This design comes from an exercise in tuning for small area, a short achievable clock period and few clock cycles per item on the open sky130 flow, not from production work.
The RTL was checked by simulation tests, not by an equivalence proof against the original design.

==> 12-16: inputs <==
==> flow/design.v <==
module stripe_engine (
  input  wire        clk,
  input  wire        rst,
  input  wire        cmd_valid,
  output wire        cmd_ready,
  input  wire [1:0]  cmd_op,        
  input  wire [4:0]  cmd_dcount,    
  input  wire [21:0] cmd_miss,      
  input  wire        cmd_miss_p,    
  input  wire        cmd_miss_q,    
  input  wire        in_valid,
  output wire        in_ready,
  input  wire [63:0] in_data,
  output wire        res_valid,
  input  wire        res_ready,
  output reg  [2:0]  res_status,
  output reg  [4:0]  res_pos,
  output reg  [63:0] res_p,
  output reg  [63:0] res_q,
  output reg  [63:0] res_dx,
  output reg  [63:0] res_dy
);
  localparam ST_OK = 3'd0, ST_QBAD = 3'd1, ST_PBAD = 3'd2, ST_LOST = 3'd3, ST_DBAD = 3'd4;
  function automatic [7:0] gf_mul(input [7:0] a, input [7:0] b);
    reg [7:0] r, t;
    integer i;
    begin
      r = 8'h00;
      t = a;
      for (i = 0; i < 8; i = i + 1) begin
        if (b[i]) r = r ^ t;
        t = {t[6:0], 1'b0} ^ (t[7] ? 8'h1D : 8'h00);
      end
      gf_mul = r;
    end
  endfunction
  function automatic [7:0] gf_xtime(input [7:0] a);
    gf_xtime = {a[6:0], 1'b0} ^ (a[7] ? 8'h1D : 8'h00);
  endfunction
  function automatic [7:0] gf_xinv(input [7:0] a);
    gf_xinv = {1'b0, a[7:1]} ^ (a[0] ? 8'h8E : 8'h00);
  endfunction
  function automatic [7:0] g_pos(input [4:0] e);
    g_pos =
      (e == 5'd0) ? 8'h01 :
      (e == 5'd1) ? 8'h02 :
      (e == 5'd2) ? 8'h04 :
      (e == 5'd3) ? 8'h08 :
      (e == 5'd4) ? 8'h10 :
      (e == 5'd5) ? 8'h20 :
      (e == 5'd6) ? 8'h40 :
      (e == 5'd7) ? 8'h80 :
      (e == 5'd8) ? 8'h1D :
      (e == 5'd9) ? 8'h3A :
      (e == 5'd10) ? 8'h74 :
      (e == 5'd11) ? 8'hE8 :
      (e == 5'd12) ? 8'hCD :
      (e == 5'd13) ? 8'h87 :
      (e == 5'd14) ? 8'h13 :
      (e == 5'd15) ? 8'h26 :
      (e == 5'd16) ? 8'h4C :
      (e == 5'd17) ? 8'h98 :
      (e == 5'd18) ? 8'h2D :
      (e == 5'd19) ? 8'h5A :
      (e == 5'd20) ? 8'hB4 :
      (e == 5'd21) ? 8'h75 :
      8'h00;
  endfunction
  function automatic [7:0] g_neg(input [4:0] e);
    g_neg =
      (e == 5'd0) ? 8'h01 :
      (e == 5'd1) ? 8'h8E :
      (e == 5'd2) ? 8'h47 :
      (e == 5'd3) ? 8'hAD :
      (e == 5'd4) ? 8'hD8 :
      (e == 5'd5) ? 8'h6C :
      (e == 5'd6) ? 8'h36 :
      (e == 5'd7) ? 8'h1B :
      (e == 5'd8) ? 8'h83 :
      (e == 5'd9) ? 8'hCF :
      (e == 5'd10) ? 8'hE9 :
      (e == 5'd11) ? 8'hFA :
      (e == 5'd12) ? 8'h7D :
      (e == 5'd13) ? 8'hB0 :
      (e == 5'd14) ? 8'h58 :
      (e == 5'd15) ? 8'h2C :
      (e == 5'd16) ? 8'h16 :
      (e == 5'd17) ? 8'h0B :
      (e == 5'd18) ? 8'h8B :
      (e == 5'd19) ? 8'hCB :
      (e == 5'd20) ? 8'hEB :
      (e == 5'd21) ? 8'hFB :
      8'h00;
  endfunction
  function automatic [7:0] g_tinv(input [4:0] e);
    g_tinv =
      (e == 5'd1) ? 8'hF4 :
      (e == 5'd2) ? 8'hA7 :
      (e == 5'd3) ? 8'h9D :
      (e == 5'd4) ? 8'h72 :
      (e == 5'd5) ? 8'hED :
      (e == 5'd6) ? 8'h5F :
      (e == 5'd7) ? 8'h54 :
      (e == 5'd8) ? 8'hA0 :
      (e == 5'd9) ? 8'hA9 :
      (e == 5'd10) ? 8'hFB :
      (e == 5'd11) ? 8'h74 :
      (e == 5'd12) ? 8'h85 :
      (e == 5'd13) ? 8'hE4 :
      (e == 5'd14) ? 8'hC0 :
      (e == 5'd15) ? 8'h8A :
      (e == 5'd16) ? 8'h67 :
      (e == 5'd17) ? 8'hDC :
      (e == 5'd18) ? 8'h26 :
      (e == 5'd19) ? 8'h63 :
      (e == 5'd20) ? 8'hF2 :
      (e == 5'd21) ? 8'hE9 :
      8'h00;
  endfunction
  reg        busy_in;           
  reg        cmd_ready_r;
  reg        in_ready_r;
  reg        rdy_d, rdy_p, rdy_q;   
  reg        rec_r, chk_r;      
  reg [4:0]  n_r;               
  reg [21:0] miss_r;
  reg        mp_r, mq_r;
  reg [4:0]  bcnt;              
  reg [4:0]  xr, yr;            
  reg [1:0]  nd;                
  reg [63:0] pacc, racc;        
  assign cmd_ready = cmd_ready_r;
  assign in_ready  = in_ready_r;
  wire cmd_take  = cmd_valid & cmd_ready_r;
  wire beat_d    = in_valid & rdy_d;
  wire beat_p    = in_valid & rdy_p;
  wire beat_q    = in_valid & rdy_q;
  wire missing   = rec_r & miss_r[bcnt];
  wire first     = (bcnt == 5'd0);
  wire last_d    = (bcnt == n_r - 5'd1);
  wire [4:0] bnext = bcnt + 5'd1;
  reg [63:0] racc_x;
  integer l;
  always @(*) begin
    for (l = 0; l < 8; l = l + 1)
      racc_x[8*l +: 8] = gf_xinv(racc[8*l +: 8]);
  end
  reg        pass;              
  reg        ldone;             
  reg [3:0]  cnt;               
  reg        rv;                
  reg [7:0]  kr, kq, kt;        
  reg        m_gen, m_chk, m_lost, m_c4, m_c5, m_c6, m_c7, m_mp, m_mq;
  reg [4:0]  n_pass;
  reg [7:0]  s_u, s_x;          
  reg        found;             
  reg        bad;
  reg        spnz, sqnz;
  reg        sact;              
  reg [7:0]  st;                
  reg [4:0]  sj;
  reg        xfound;
  reg [4:0]  xpos;
  assign res_valid = rv;
  wire [7:0] lp = res_p[7:0];
  wire [7:0] lq = res_q[7:0];
  wire [7:0] la = res_dx[7:0];
  wire [7:0] lr = res_dy[7:0];
  wire [7:0] tp = res_p[63:56];
  wire [7:0] tq = res_q[63:56];
  wire [7:0] sp  = lp ^ la;
  wire [7:0] mr  = gf_mul(kr, lr);
  wire [7:0] sq  = lq ^ mr;
  wire [7:0] opq = m_c5 ? sp : m_chk ? tp : lq;
  wire [7:0] mq  = gf_mul(kq, opq);
  wire [7:0] opt = m_chk ? tq : s_u;
  wire [7:0] mt  = gf_mul(kt, opt);
  reg [7:0] np, nq, x1;
  always @(*) begin
    np = 8'd0; nq = 8'd0; x1 = 8'd0;
    if (m_gen) begin
      np = la; nq = mr;
    end else if (m_chk) begin
      np = sp; nq = sq;
    end else if (m_c4) begin
      np = m_mp ? la : lp;
      nq = m_mq ? mr : lq;
    end else if (m_c5) begin
      np = lp;
      nq = m_mq ? (mr ^ mq) : lq;
      x1 = sp;
    end else if (m_c6) begin
      x1 = mq ^ mr;
      np = la ^ mq ^ mr;
      nq = lq;
    end else if (m_c7) begin
      np = lp; nq = lq;
      x1 = sp;
    end
  end
  wire [7:0] nx = m_c7 ? (s_x ^ mt) : s_x;
  wire [7:0] ny = m_c7 ? mt : 8'd0;
  wire [7:0] st1 = gf_xtime(st);
  wire [7:0] st2 = gf_xtime(st1);
  wire [7:0] st3 = gf_xtime(st2);
  wire [7:0] st4 = gf_xtime(st3);
  wire h0 = (st  == kq) && (sj        < n_pass);
  wire h1 = (st1 == kq) && (sj + 5'd1 < n_pass);
  wire h2 = (st2 == kq) && (sj + 5'd2 < n_pass);
  wire h3 = (st3 == kq) && (sj + 5'd3 < n_pass);
  wire [2:0] nlost = {1'b0, nd} + {2'b00, mp_r} + {2'b00, mq_r};
  wire s_lost = rec_r & (nlost > 3'd2);
  wire s_c4 = rec_r & ~s_lost & (nd == 2'd0);
  wire s_c5 = rec_r & ~s_lost & (nd == 2'd1) & ~mp_r;
  wire s_c6 = rec_r & ~s_lost & (nd == 2'd1) & mp_r;
  wire s_c7 = rec_r & ~s_lost & (nd == 2'd2);
  wire [4:0] e_r = (s_c6 | s_c7) ? (n_r - 5'd1 - xr) : (n_r - 5'd1);
  wire idle_next = ~pass & ~(rv & ~res_ready);
  always @(posedge clk) begin
    if (rst) begin
      busy_in     <= 1'b0;
      cmd_ready_r <= 1'b1;
      in_ready_r  <= 1'b0;
      rdy_d       <= 1'b0;
      rdy_p       <= 1'b0;
      rdy_q       <= 1'b0;
      pass        <= 1'b0;
      rv          <= 1'b0;
    end else begin
      if (cmd_take) begin
        busy_in     <= 1'b1;
        cmd_ready_r <= 1'b0;
        in_ready_r  <= 1'b1;
        rdy_d       <= 1'b1;
      end
      if (beat_d & last_d) begin
        rdy_d      <= 1'b0;
        in_ready_r <= idle_next;
        rdy_p      <= idle_next;
      end
      if (busy_in & ~rdy_d & ~rdy_q & ~in_ready_r) begin
        in_ready_r <= idle_next;
        rdy_p      <= idle_next;
      end
      if (beat_p) begin
        rdy_p <= 1'b0;
        rdy_q <= 1'b1;
      end
      if (beat_q) begin
        rdy_q       <= 1'b0;
        busy_in     <= 1'b0;
        cmd_ready_r <= 1'b1;
        in_ready_r  <= 1'b0;
        pass        <= 1'b1;
      end
      if (pass && !ldone && cnt == 4'd8 && !m_chk) begin
        pass <= 1'b0;
        rv   <= 1'b1;
      end
      if (pass && ldone && !sact) begin
        pass <= 1'b0;
        rv   <= 1'b1;
      end
      if (rv && res_ready)
        rv <= 1'b0;
    end
  end
  always @(posedge clk) begin
    if (cmd_take) begin
      rec_r  <= (cmd_op == 2'd1);
      chk_r  <= (cmd_op == 2'd2);
      n_r    <= cmd_dcount;
      miss_r <= cmd_miss;
      mp_r   <= cmd_miss_p;
      mq_r   <= cmd_miss_q;
      bcnt   <= 5'd0;
      nd     <= 2'd0;
    end
    if (beat_d) begin
      bcnt <= bnext;
      if (missing) begin
        if (nd == 2'd0) xr <= bcnt;
        if (nd == 2'd1) yr <= bcnt;
        if (nd != 2'd3) nd <= nd + 2'd1;
      end
    end
  end
  always @(posedge clk) begin
    if (rdy_q) begin
      ldone  <= 1'b0;
      cnt    <= 4'd0;
      m_gen  <= ~rec_r & ~chk_r;
      m_chk  <= chk_r;
      m_lost <= s_lost;
      m_c4   <= s_c4;
      m_c5   <= s_c5;
      m_c6   <= s_c6;
      m_c7   <= s_c7;
      m_mp   <= mp_r;
      m_mq   <= mq_r;
      n_pass <= n_r;
      kr     <= g_pos(e_r);
      kq     <= s_c5 ? g_pos(xr) : g_neg(xr);
      kt     <= g_tinv(yr - xr);
      found  <= 1'b0;
      bad    <= 1'b0;
      spnz   <= 1'b0;
      sqnz   <= 1'b0;
      sact   <= 1'b0;
      xfound <= 1'b0;
    end else if (pass) begin
      if (!ldone) begin
        cnt <= cnt + 4'd1;
        if (cnt == 4'd8) begin
          ldone <= 1'b1;
          if (!m_chk) begin
            res_pos    <= 5'd0;
            res_status <= m_lost ? ST_LOST : ST_OK;
          end
        end
        if (m_chk && cnt != 4'd0) begin
          if (tp != 8'd0) spnz <= 1'b1;
          if (tq != 8'd0) sqnz <= 1'b1;
          if (!found) begin
            if (tp != 8'd0) begin
              found <= 1'b1;
              kt    <= tp;
              kq    <= tq;
              st    <= tp;
              sj    <= 5'd0;
              sact  <= 1'b1;
            end else if (tq != 8'd0) begin
              bad <= 1'b1;
            end
          end else if (mt != mq) begin
            bad <= 1'b1;
          end
        end
      end
      if (sact) begin
        if (h0 | h1 | h2 | h3) begin
          xfound <= 1'b1;
          xpos   <= h0 ? sj : h1 ? sj + 5'd1 : h2 ? sj + 5'd2 : sj + 5'd3;
          sact   <= 1'b0;
        end else if (sj + 5'd4 >= n_pass) begin
          sact   <= 1'b0;
        end
        st <= st4;
        sj <= sj + 5'd4;
      end
      if (ldone && !sact) begin
        res_pos <= 5'd0;
        if (!spnz && !sqnz)      res_status <= ST_OK;
        else if (!spnz)          res_status <= ST_QBAD;
        else if (!sqnz)          res_status <= ST_PBAD;
        else if (!bad && xfound) begin
          res_status <= ST_DBAD;
          res_pos    <= xpos;
        end else                 res_status <= ST_LOST;
      end
    end
  end
  always @(posedge clk) begin
    pacc <= ((beat_d & first) ? 64'd0 : pacc) ^ ((beat_d & ~missing) ? in_data : 64'd0);
    if (beat_d)
      racc <= (first ? 64'd0 : racc_x) ^ (missing ? 64'd0 : in_data);
  end
  always @(posedge clk) begin
    s_u <= sp ^ mq ^ mr;
    s_x <= x1;
  end
  always @(posedge clk) begin
    if (rdy_p) begin
      res_p  <= in_data;
      res_dx <= pacc;
      res_dy <= racc;
    end
    if (rdy_q)
      res_q  <= in_data;
    if (pass && !ldone && cnt != 4'd8) begin
      res_p <= {np, res_p[63:8]};
      res_q <= {nq, res_q[63:8]};
    end
    if (pass && !ldone) begin
      res_dx <= {nx, res_dx[63:8]};
      res_dy <= {ny, res_dy[63:8]};
    end
  end
endmodule
==> flow/flow/run.sh <==
#!/bin/bash
# Standard ORFS layout with a tighter repair target and small port buffers.
set -euo pipefail
bash standard.sh SETUP_SLACK_MARGIN=10.8 \
  "BUFFER_PORTS_ARGS=-buffer_cell sky130_fd_sc_hd__buf_1" finish > orfs_make.log 2>&1
==> flow/standard.sh <==
#!/bin/bash
# synth_recipe.tcl (not shown) runs the flow's synth.tcl, then flattens the netlist and writes it again
# the make line also repeats each setting of config.mk as NAME=value (left out here)
make -C /OpenROAD-flow-scripts/flow DESIGN_CONFIG=/design/flow/config.mk WORK_HOME=/design/flow/orfs CLKGATE_MAP_FILE= SYNTH_SCRIPT=/design/flow/synth_recipe.tcl "${@:-finish}"
==> flow/config.mk <==
export PLATFORM = sky130hd
export DESIGN_NAME = stripe_engine
export DESIGN_NICKNAME = stripe_engine
export VERILOG_FILES = /design/flow/design.v
export SDC_FILE = /design/flow/constraint.sdc
export NUM_CORES = 4
export LEC_CHECK = 0
export CAP_MARGIN = 20
export CORE_MARGIN = 2
export CORE_UTILIZATION = 25
export PLACE_DENSITY = 0.35
export SLEW_MARGIN = 20
==> flow/constraint.sdc <==
create_clock -name core_clock -period 15.0 [get_ports {clk}]
set_input_delay 3.0000 -clock core_clock [delete_from_list [all_inputs] [get_ports {clk}]]
set_output_delay 3.0000 -clock core_clock [all_outputs]
set_load 0.01 [all_outputs]
==> 07-19 (differences from 12-16) <==
--- a/flow/design.v
+++ b/flow/design.v
@@ -137,5 +137,4 @@
   wire beat_q    = in_valid & rdy_q;
-  wire missing   = rec_r & miss_r[bcnt];
-  wire first     = (bcnt == 5'd0);
-  wire last_d    = (bcnt == n_r - 5'd1);
+  wire missing   = rec_r & miss_r[0];      
+  reg  last_d;                   
   wire [4:0] bnext = bcnt + 5'd1;
@@ -268,3 +267,3 @@
   always @(posedge clk) begin
-    if (cmd_take) begin
+    if (cmd_ready_r) begin
       rec_r  <= (cmd_op == 2'd1);
@@ -277,5 +276,8 @@
       nd     <= 2'd0;
+      last_d <= (cmd_dcount == 5'd1);
     end
     if (beat_d) begin
-      bcnt <= bnext;
+      bcnt   <= bnext;
+      miss_r <= {1'b0, miss_r[21:1]};
+      last_d <= (bnext == n_r - 5'd1);
       if (missing) begin
@@ -362,6 +364,11 @@
   end
+  wire [63:0] gd = in_data & {64{beat_d & ~missing}};
   always @(posedge clk) begin
-    pacc <= ((beat_d & first) ? 64'd0 : pacc) ^ ((beat_d & ~missing) ? in_data : 64'd0);
-    if (beat_d)
-      racc <= (first ? 64'd0 : racc_x) ^ (missing ? 64'd0 : in_data);
+    if (cmd_ready_r) begin
+      pacc <= 64'd0;
+      racc <= 64'd0;
+    end else begin
+      pacc <= pacc ^ gd;
+      racc <= racc ^ ({64{beat_d}} & (racc_x ^ racc)) ^ gd;
+    end
   end
==> flow/flow/run.sh (replaced) <==
#!/bin/bash
# Standard ORFS layout with a tighter repair target and small port buffers.
set -euo pipefail
bash standard.sh SETUP_SLACK_MARGIN=10.6 \
  "BUFFER_PORTS_ARGS=-buffer_cell sky130_fd_sc_hd__buf_1" finish > orfs_make.log 2>&1
--- a/flow/config.mk
+++ b/flow/config.mk
@@ -9,4 +9,4 @@
 export CORE_MARGIN = 2
-export CORE_UTILIZATION = 25
-export PLACE_DENSITY = 0.35
+export CORE_UTILIZATION = 65
+export PLACE_DENSITY = 0.75
 export SLEW_MARGIN = 20
==> impl_metrics.toml <==
[drt]
vias_per_cell = 4.64
wl_met2_um = 58700

[final_layout]
multi_input_gates = 2321
area_growth_pct = 25.1

[pwr]
p_clk_frac = 0.334
finalPower_uw = 4810
comb-power_uw = 1250
share_seq_of_total_power = 0.407
p_sw_uw = 1550

[floorplan]
fp.dieW_um = 349
fp.dieArea_um2 = 122000

[status]
outcome = "finished clean"
# the run above: 12-16

==> impl_metrics.toml <==
[critical_path]
path_delay_family = "flip-flops"

[floorplan]
fp.dieW_um = 216
start_util = 0.660
ioPinCount = 367
fp.dieArea_um2 = 46700

[status]
outcome = "finished clean"

[pwr]
share_seq_of_total_power = 0.435
p_sw_uw = 1260
finalPower_uw = 4080
p_clk_frac = 0.339
comb-power_uw = 923

[clocking]
cts.sinks = 530

[final_layout]
area_growth_pct = 12.3
multi_input_gates = 2412
# the run above: 07-19

Testbench counts of 12-16, summed over its fixed seeds: cycles 37,082, items 1,920.
Testbench counts of 07-19, summed over its fixed seeds: cycles 37,082, items 1,920.

## re-timing with driven ports
How much do the figures lean on ideal ports? The routed layouts below were timed once more, with nothing changed but the port constraints. Step 1: set_driving_cell puts a clkbuf_16 on clk and a buf_2 on each other input, an assumption about the parent block. Step 2 also shifts input and output timing later by t, the mid clock arrival at the registers, as if the neighbouring blocks saw the same clock. a / b / c = ideal / step 1 / step 2; a / b = the first two.
run	t (ns)	setup slack, ns	hold slack, ns	worst setup path after step 2	worst slew at a driven data input, ns
12-16	0.677	10.633 / 10.569 / 10.256	0.471 / 0.471 / 0.471	input to register	0.13
07-19	0.665	10.607 / 10.547 / 10.077	0.468 / 0.468 / 0.468	input to register	0.09
After both steps setup and hold are still met in every run listed. For 07-19, which loses most, drivers alone change the setup slack by -0.060 ns; drivers and shift together by -0.530 ns.
